From an optimization exercise on the open Yosys and OpenROAD flow, aimed at small area; shortcuts taken in it are not production practice.
At most, simulation tests tie the RTL to the original design; equivalence was not proved.

==> inputs of v12 <==
==> flow/design.v <==
module notch_step (
    input  wire [55:0] base,
    input  wire [3:0]  c,
    input  wire        cl,
    input  wire        sub,
    input  wire [39:0] y,
    output wire [55:0] s
);
    wire one0 = c[0] ^ cl;
    wire two0 = (c[1] & ~c[0] & ~cl) | (~c[1] & c[0] & cl);
    wire neg0 = c[1] ^ sub;
    wire one1 = c[2] ^ c[1];
    wire two1 = (c[3] & ~c[2] & ~c[1]) | (~c[3] & c[2] & c[1]);
    wire neg1 = c[3] ^ sub;
    wire [40:0] y1 = {y[39], y};
    wire [40:0] y2 = {y, 1'b0};
    wire [40:0] r0 = (({41{one0}} & y1) | ({41{two0}} & y2)) ^ {41{neg0}};
    wire [40:0] r1 = (({41{one1}} & y1) | ({41{two1}} & y2)) ^ {41{neg1}};
    wire [55:0] a  = base;
    wire [55:0] b0 = {{15{r0[40]}}, r0};
    wire [55:0] b1 = {{13{r1[40]}}, r1, neg1, neg1};
    wire [55:0] p = a ^ b0 ^ b1;
    wire [55:0] g = (a & b0) | (a & b1) | (b0 & b1);
    wire [55:0] q = {g[54:0], neg1};
    wire [56:0] cr;
    assign cr[0] = neg0;
    genvar i;
    generate for (i = 0; i < 56; i = i + 1) begin : g_rip
        assign s[i] = p[i] ^ q[i] ^ cr[i];
        assign cr[i+1] = (p[i] & q[i]) | (p[i] & cr[i]) | (q[i] & cr[i]);
    end endgenerate
endmodule
module notch_pair (
    input  wire        clk,
    input  wire        rst,
    input  wire        cfg_we,
    input  wire        cfg_sel,
    input  wire        cfg_en,
    input  wire [15:0] cfg_b0,
    input  wire [15:0] cfg_b1,
    input  wire [15:0] cfg_b2,
    input  wire [15:0] cfg_a1,
    input  wire [15:0] cfg_a2,
    input  wire        in_valid,
    output wire        in_ready,
    input  wire [15:0] in_x,
    input  wire        in_bad,
    output reg         out_valid,
    output wire [15:0] out_y,
    output wire        out_sat,
    output wire        out_bad
);
    reg  [159:0] ring;
    reg  [1:0]   en;
    reg  [1:0]   steady;
    reg  [15:0]  x1_0, x2_0, x1_1, x2_1;
    reg  [39:0]  y1_0, y2_0, y1_1, y2_1;
    reg          busy;
    reg          nt;         
    reg  [2:0]   t;          
    reg  [1:0]   k;          
    reg  [15:0]  xv;         
    reg          fl;         
    reg          bad;
    reg  [55:0]  acc;
    assign in_ready = ~busy;
    assign out_y    = xv;
    assign out_sat  = fl;
    assign out_bad  = bad;
    wire accept    = in_valid & ~busy;
    wire computing = busy & (t[2:1] != 2'b11) & (t != 3'd5);
    wire pre       = busy & (t[2:1] == 2'b11);
    wire wb        = busy & (t == 3'd5);
    wire en_n     = nt ? en[1] : en[0];
    wire steady_n = nt ? steady[1] : steady[0];
    wire [39:0] xv_a40 = {{9{xv[15]}}, xv, 15'd0};
    wire [15:0] x1_n = nt ? x1_1 : x1_0;
    wire [15:0] x2_n = nt ? x2_1 : x2_0;
    wire [39:0] y1_n = nt ? y1_1 : y1_0;
    wire [39:0] y2_n = nt ? y2_1 : y2_0;
    reg  [39:0] yop;
    always @(*) begin
        case (t)
            3'd1:    yop = {{9{x1_n[15]}}, x1_n, 15'd0};
            3'd2:    yop = {{9{x2_n[15]}}, x2_n, 15'd0};
            3'd3:    yop = y1_n;
            3'd4:    yop = y2_n;
            default: yop = xv_a40;
        endcase
    end
    wire [41:0] rq  = acc[55:14];
    wire        ovf = ~((rq[41] == rq[40]) && (rq[40] == rq[39]));
    wire [39:0] rc  = ovf ? {rq[41], {39{~rq[41]}}} : rq[39:0];
    wire [39:0] rb  = (t == 3'd0) ? 40'd0 : rc;
    wire        sub = (t == 3'd3) | (t == 3'd4);
    wire [55:0] base = (k == 2'd0) ? {{14{rb[39]}}, rb, sub, sub}
                                   : {acc[51:0], sub, sub, sub, sub};
    wire        cl   = (k == 2'd3) ? 1'b0 : ring[155];
    wire [55:0] nxt;
    notch_step u_step (.base(base), .c(ring[159:156]), .cl(cl), .sub(sub),
                       .y(yop), .s(nxt));
    wire [40:0] rnd  = {rc[39], rc} + 41'd16384;
    wire [25:0] q    = rnd[40:15];
    wire        q_hi = ~q[25] & (|q[24:15]);
    wire        q_lo = q[25] & ~(&q[24:15]);
    wire [15:0] yq   = q_hi ? 16'h7fff : q_lo ? 16'h8000 : q[15:0];
    wire [39:0] y1_d  = pre ? xv_a40 : rc;
    wire        ld    = en_n & (wb | (pre & steady_n));
    wire        ld0   = ld & ~nt;
    wire        ld1   = ld & nt;
    wire [79:0] cfg_all = {cfg_b0, cfg_b1, cfg_b2, cfg_a1, cfg_a2};
    wire [79:0] old_c   = cfg_sel ? ring[79:0] : ring[159:80];
    wire        en_sel  = cfg_sel ? en[1] : en[0];
    wire        cfg_change = (cfg_en & ~en_sel) | (cfg_all != old_c);
    always @(posedge clk) begin
        if (rst) begin
            ring <= {cfg_all, cfg_all};
        end else if (cfg_we) begin
            if (cfg_sel) ring[79:0]   <= cfg_all;
            else         ring[159:80] <= cfg_all;
        end else if (computing) begin
            ring <= {ring[155:0], ring[159:156]};
        end
        acc <= nxt;
        if (ld0) begin
            y1_0 <= y1_d;
            y2_0 <= y1_0;
            x1_0 <= xv;
            x2_0 <= x1_0;
        end
        if (ld1) begin
            y1_1 <= y1_d;
            y2_1 <= y1_1;
            x1_1 <= xv;
            x2_1 <= x1_1;
        end
        if (rst) begin
            en        <= 2'b00;
            steady    <= 2'b11;
            busy      <= 1'b0;
            out_valid <= 1'b0;
        end else begin
            out_valid <= 1'b0;
            if (accept) begin
                xv  <= in_bad ? 16'd0 : in_x;
                fl  <= 1'b0;
                bad <= in_bad;
                nt  <= 1'b0;
                t   <= 3'd6;
                k   <= 2'd0;
                if (in_bad) begin
                    steady    <= 2'b11;
                    out_valid <= 1'b1;
                end else begin
                    busy <= 1'b1;
                end
            end
            if (pre)
                t <= t + 3'd1;
            if (computing) begin
                if (t == 3'd4 && k == 2'd0 && en_n)
                    fl <= fl | ovf;
                k <= k + 2'd1;
                if (k == 2'd3)
                    t <= t + 3'd1;
            end
            if (wb) begin
                if (en_n) begin
                    steady[nt] <= 1'b0;
                    xv <= yq;
                    fl <= fl | ovf | q_hi | q_lo;
                end
                t  <= 3'd6;
                nt <= 1'b1;
                if (nt) begin
                    busy      <= 1'b0;
                    out_valid <= 1'b1;
                end
            end
            if (cfg_we) begin
                if (cfg_change)
                    steady[cfg_sel] <= 1'b1;
                en[cfg_sel] <= cfg_en;
            end
        end
    end
endmodule
==> flow/run.sh <==
#!/bin/bash
# synth_recipe.tcl (not shown) runs the flow's synth.tcl, then flattens the netlist and writes it again
# the make line also repeats each setting of config.mk as NAME=value (left out here)
make -C /OpenROAD-flow-scripts/flow DESIGN_CONFIG=/design/flow/config.mk WORK_HOME=/design/flow/orfs CLKGATE_MAP_FILE= SYNTH_SCRIPT=/design/flow/synth_recipe.tcl finish
==> flow/config.mk <==
export PLATFORM = sky130hd
export DESIGN_NAME = notch_pair
export DESIGN_NICKNAME = notch_pair
export VERILOG_FILES = /design/flow/design.v
export SDC_FILE = /design/flow/constraint.sdc
export NUM_CORES = 4
export LEC_CHECK = 0
export ABC_CLOCK_PERIOD_IN_PS = 75000
export CAP_MARGIN = 0
export CORE_MARGIN = 2
export CORE_UTILIZATION = 55
export CTS_BUF_LIST = sky130_fd_sc_hd__clkbuf_4 sky130_fd_sc_hd__clkbuf_8
export SLEW_MARGIN = 0
==> flow/constraint.sdc <==
create_clock -name core_clock -period 75.0 [get_ports {clk}]
set_input_delay 15.0000 -clock core_clock [delete_from_list [all_inputs] [get_ports {clk}]]
set_output_delay 15.0000 -clock core_clock [all_outputs]
set_load 0.01 [all_outputs]
==> v36 (differences from v12) <==
==> flow/design.v, changed modules only <==
module notch_step (
    input  wire [53:0] base,
    input  wire [3:0]  c,
    input  wire        cl,
    input  wire [39:0] y,
    output wire [55:0] s
);
    wire one0 = c[0] ^ cl;
    wire two0 = (c[1] & ~c[0] & ~cl) | (~c[1] & c[0] & cl);
    wire neg0 = c[1];
    wire one1 = c[2] ^ c[1];
    wire two1 = (c[3] & ~c[2] & ~c[1]) | (~c[3] & c[2] & c[1]);
    wire neg1 = c[3];
    wire [40:0] y1 = {y[39], y};
    wire [40:0] y2 = {y, 1'b0};
    wire [40:0] m0 = ({41{one0}} & y1) | ({41{two0}} & y2);
    wire [40:0] m1 = ({41{one1}} & y1) | ({41{two1}} & y2);
    wire [40:0] r0 = m0 ^ {41{neg0}};
    wire [40:0] r1 = m1 ^ {41{neg1}};
    wire [55:0] a  = {base, neg1, neg0};
    wire [55:0] b0 = {{15{r0[40]}}, r0};
    wire [55:0] b1 = {{13{r1[40]}}, r1, neg1, 1'b0};
    assign s = a + b0 + b1;
endmodule
module notch_pair (
    input  wire        clk,
    input  wire        rst,
    input  wire        cfg_we,
    input  wire        cfg_sel,
    input  wire        cfg_en,
    input  wire [15:0] cfg_b0,
    input  wire [15:0] cfg_b1,
    input  wire [15:0] cfg_b2,
    input  wire [15:0] cfg_a1,
    input  wire [15:0] cfg_a2,
    input  wire        in_valid,
    output wire        in_ready,
    input  wire [15:0] in_x,
    input  wire        in_bad,
    output reg         out_valid,
    output wire [15:0] out_y,
    output wire        out_sat,
    output wire        out_bad
);
    reg  [159:0] ring;
    reg  [1:0]   en;
    reg  [1:0]   steady;
    reg  [15:0]  x1_0, x2_0, x1_1, x2_1;
    reg  [39:0]  y1_0, y2_0, y1_1, y2_1;
    reg          busy;
    reg          nt;         
    reg  [2:0]   t;          
    reg  [1:0]   k;          
    reg  [15:0]  xv;         
    reg          fl;         
    reg          bad;
    reg  [55:0]  acc;
    assign in_ready = ~busy;
    assign out_y    = xv;
    assign out_sat  = fl;
    assign out_bad  = bad;
    wire accept = in_valid & ~busy;
    wire        en_n     = nt ? en[1] : en[0];
    wire        steady_n = nt ? steady[1] : steady[0];
    wire [15:0] x1_n     = nt ? x1_1 : x1_0;
    wire [15:0] x2_n     = nt ? x2_1 : x2_0;
    wire [39:0] y1_n     = nt ? y1_1 : y1_0;
    wire [39:0] y2_n     = nt ? y2_1 : y2_0;
    wire [39:0] xv_a40 = {{9{xv[15]}}, xv, 15'd0};
    reg  [39:0] yop;
    always @(*) begin
        if (steady_n)
            yop = xv_a40;
        else case (t)
            3'd1:    yop = {{9{x1_n[15]}}, x1_n, 15'd0};
            3'd2:    yop = {{9{x2_n[15]}}, x2_n, 15'd0};
            3'd3:    yop = y1_n;
            3'd4:    yop = y2_n;
            default: yop = xv_a40;
        endcase
    end
    wire [41:0] rq  = acc[55:14];
    wire        ovf = ~((rq[41] == rq[40]) && (rq[40] == rq[39]));
    wire [39:0] rc  = ovf ? {rq[41], {39{~rq[41]}}} : rq[39:0];
    wire [39:0] rb  = (t == 3'd0) ? 40'd0 : (t == 3'd3) ? ~rc : rc;
    wire [53:0] base = (k == 2'd0) ? {{14{rb[39]}}, rb} : {acc[51:0], 2'b00};
    wire        cl   = (k == 2'd3) ? 1'b0 : ring[155];
    wire [55:0] nxt;
    notch_step u_step (.base(base), .c(ring[159:156]), .cl(cl), .y(yop), .s(nxt));
    wire [39:0] res  = ~rc;
    wire [40:0] rnd  = {res[39], res} + 41'd16384;
    wire [25:0] q    = rnd[40:15];
    wire        q_hi = ~q[25] & (|q[24:15]);
    wire        q_lo = q[25] & ~(&q[24:15]);
    wire [15:0] yq   = q_hi ? 16'h7fff : q_lo ? 16'h8000 : q[15:0];
    wire [79:0] cfg_all = {cfg_b0, cfg_b1, cfg_b2, cfg_a1, cfg_a2};
    wire [79:0] old_c   = cfg_sel ? ring[79:0] : ring[159:80];
    wire        en_sel  = cfg_sel ? en[1] : en[0];
    wire        cfg_change = (cfg_en & ~en_sel) | (cfg_all != old_c);
    wire computing = busy & (t != 3'd5);
    always @(posedge clk) begin
        if (rst) begin
            ring <= {cfg_all, cfg_all};
        end else if (cfg_we) begin
            if (cfg_sel) ring[79:0]   <= cfg_all;
            else         ring[159:80] <= cfg_all;
        end else if (computing) begin
            ring <= {ring[155:0], ring[159:156]};
        end
        if (computing)
            acc <= nxt;
        if (rst) begin
            en        <= 2'b00;
            steady    <= 2'b11;
            busy      <= 1'b0;
            out_valid <= 1'b0;
        end else begin
            out_valid <= 1'b0;
            if (accept) begin
                xv  <= in_bad ? 16'd0 : in_x;
                fl  <= 1'b0;
                bad <= in_bad;
                nt  <= 1'b0;
                t   <= 3'd0;
                k   <= 2'd0;
                if (in_bad) begin
                    steady    <= 2'b11;
                    out_valid <= 1'b1;
                end else begin
                    busy <= 1'b1;
                end
            end
            if (busy) begin
                if (t == 3'd5) begin
                    if (en_n) begin
                        if (nt) begin
                            y1_1 <= res;
                            y2_1 <= steady_n ? xv_a40 : y1_1;
                            x2_1 <= steady_n ? xv : x1_1;
                            x1_1 <= xv;
                        end else begin
                            y1_0 <= res;
                            y2_0 <= steady_n ? xv_a40 : y1_0;
                            x2_0 <= steady_n ? xv : x1_0;
                            x1_0 <= xv;
                        end
                        steady[nt] <= 1'b0;
                        xv <= yq;
                        fl <= fl | ovf | q_hi | q_lo;
                    end
                    t  <= 3'd0;
                    nt <= 1'b1;
                    if (nt) begin
                        busy      <= 1'b0;
                        out_valid <= 1'b1;
                    end
                end else begin
                    if (t == 3'd4 && k == 2'd0 && en_n)
                        fl <= fl | ovf;
                    k <= k + 2'd1;
                    if (k == 2'd3)
                        t <= t + 3'd1;
                end
            end
            if (cfg_we) begin
                if (cfg_change)
                    steady[cfg_sel] <= 1'b1;
                en[cfg_sel] <= cfg_en;
            end
        end
    end
endmodule
ABC_CLOCK_PERIOD_IN_PS = unset   (was 75000)
CAP_MARGIN = 20   (was 0)
CORE_UTILIZATION = 40   (was 55)
CTS_BUF_LIST = unset   (was sky130_fd_sc_hd__clkbuf_4 sky130_fd_sc_hd__clkbuf_8)
SLEW_MARGIN = 20   (was 0)
==> v22 (differences from v12) <==
--- a/flow/design.v
+++ b/flow/design.v
@@ -95,9 +95,25 @@
     wire        sub = (t == 3'd3) | (t == 3'd4);
     wire [55:0] base = (k == 2'd0) ? {{14{rb[39]}}, rb, sub, sub}
                                    : {acc[51:0], sub, sub, sub, sub};
-    wire        cl   = (k == 2'd3) ? 1'b0 : ring[155];
+    wire        msel = busy ? nt : cfg_sel;
+    wire [79:0] cn = msel ? ring[79:0] : ring[159:80];
+    reg  [15:0] cw;
+    always @(*) begin
+        case (t)
+            3'd0:    cw = cn[79:64];
+            3'd1:    cw = cn[63:48];
+            3'd2:    cw = cn[47:32];
+            3'd3:    cw = cn[31:16];
+            default: cw = cn[15:0];
+        endcase
+    end
+    wire [16:0] cwx = {cw, 1'b0};
+    wire [3:0]  cd  = (k == 2'd0) ? cwx[16:13] : (k == 2'd1) ? cwx[12:9] :
+                      (k == 2'd2) ? cwx[8:5] : cwx[4:1];
+    wire        cl  = (k == 2'd0) ? cwx[12] : (k == 2'd1) ? cwx[8] :
+                      (k == 2'd2) ? cwx[4] : cwx[0];
     wire [55:0] nxt;
-    notch_step u_step (.base(base), .c(ring[159:156]), .cl(cl), .sub(sub),
+    notch_step u_step (.base(base), .c(cd), .cl(cl), .sub(sub),
                        .y(yop), .s(nxt));
     wire [40:0] rnd  = {rc[39], rc} + 41'd16384;
     wire [25:0] q    = rnd[40:15];
@@ -109,18 +125,11 @@
     wire        ld0   = ld & ~nt;
     wire        ld1   = ld & nt;
     wire [79:0] cfg_all = {cfg_b0, cfg_b1, cfg_b2, cfg_a1, cfg_a2};
-    wire [79:0] old_c   = cfg_sel ? ring[79:0] : ring[159:80];
     wire        en_sel  = cfg_sel ? en[1] : en[0];
-    wire        cfg_change = (cfg_en & ~en_sel) | (cfg_all != old_c);
+    wire        cfg_change = (cfg_en & ~en_sel) | (cfg_all != cn);
     always @(posedge clk) begin
-        if (rst) begin
-            ring <= {cfg_all, cfg_all};
-        end else if (cfg_we) begin
-            if (cfg_sel) ring[79:0]   <= cfg_all;
-            else         ring[159:80] <= cfg_all;
-        end else if (computing) begin
-            ring <= {ring[155:0], ring[159:156]};
-        end
+        if (rst | (cfg_we & ~cfg_sel)) ring[159:80] <= cfg_all;
+        if (rst | (cfg_we & cfg_sel))  ring[79:0]   <= cfg_all;
         acc <= nxt;
         if (ld0) begin
             y1_0 <= y1_d;
==> flow/flow/run.sh (new file) <==
#!/bin/bash
# The standard layout, with two changes to how it is made:
#  - ports are buffered with the smallest buffer (buf_1) instead of a delay cell;
#  - clock tree: larger sink clusters and no dummy loads.
# Everything else, including synthesis, is the standard.sh (ORFS).
set -euo pipefail
CTS="-sink_clustering_enable -repair_clock_nets -dont_use_dummy_load"
CTS="$CTS -sink_clustering_size 24 -sink_clustering_max_diameter 120"
CTS="$CTS -buf_list {sky130_fd_sc_hd__clkbuf_16}"
bash standard.sh \
  "BUFFER_PORTS_ARGS=-buffer_cell sky130_fd_sc_hd__buf_1" \
  "CTS_ARGS=$CTS" \
  finish > standard_finish.log 2>&1
==> flow/standard.sh (new file) <==
#!/bin/bash
# synth_recipe.tcl (not shown) runs the flow's synth.tcl, then flattens the netlist and writes it again
# the make line also repeats each setting of config.mk as NAME=value (left out here)
make -C /OpenROAD-flow-scripts/flow DESIGN_CONFIG=/design/flow/config.mk WORK_HOME=/design/flow/orfs CLKGATE_MAP_FILE= SYNTH_SCRIPT=/design/flow/synth_recipe.tcl "${@:-finish}"
CTS_BUF_LIST = unset   (was sky130_fd_sc_hd__clkbuf_4 sky130_fd_sc_hd__clkbuf_8)
removed: flow/run.sh
==> run notes <==
Against v36, the core utilization of v22 is higher by 14 points. Against v22, the non-clock buffer count of v36 is higher by 6. Design area, lowest first: v22, v12, v36. Final cell count, lowest first: v22, v12, v36. Hold slack, highest first: v36, v22, v12. Count of clock-buffer cells in the layout: v12 > v36 > v22. The lowest global-route usage belongs to v36, the highest to v12. Between v12 and v22, the lower critical path depth is in v12 (gap 2).
The RTL of v12 and v22 was laid out without a check of its function.

## afterwards: timing with drivers on the ports
The results above use ideal ports. As a check the final layouts listed here were re-extracted and re-timed, cells and wires unchanged. Step 1 (the two cells are an assumption about what drives the block):
set clk [get_ports {clk}]
set_driving_cell -lib_cell sky130_fd_sc_hd__clkbuf_16 $clk
set_driving_cell -lib_cell sky130_fd_sc_hd__buf_2 [delete_from_list [all_inputs] $clk]
Step 2 adds t to the input delays and takes it off the output delays; t is the mean of the earliest and latest rising clock arrival at the registers after step 1. Input paths then give back, and output paths get back, about the clock's delay inside the block. a / b / c = ideal ports / drivers / drivers and shift; a / b = the first two.
| run | t, ns | slack for setup (ns) | hold slack, ns |
|---|---|---|---|
| v12 | 0.720 | 49.692 / 49.692 / 49.692 | 0.415 / 0.415 / 0.415 |
| v36 | 0.665 | 57.026 / 57.054 / 56.388 | 0.532 / 0.532 / 0.532 |
| v22 | 0.615 | 33.670 / 33.683 / 33.068 | 0.438 / 0.438 / 0.438 |
After both steps setup and hold are still met in every run listed. For v36, which loses most, drivers alone change the setup slack by +0.028 ns; drivers and shift together by -0.638 ns.
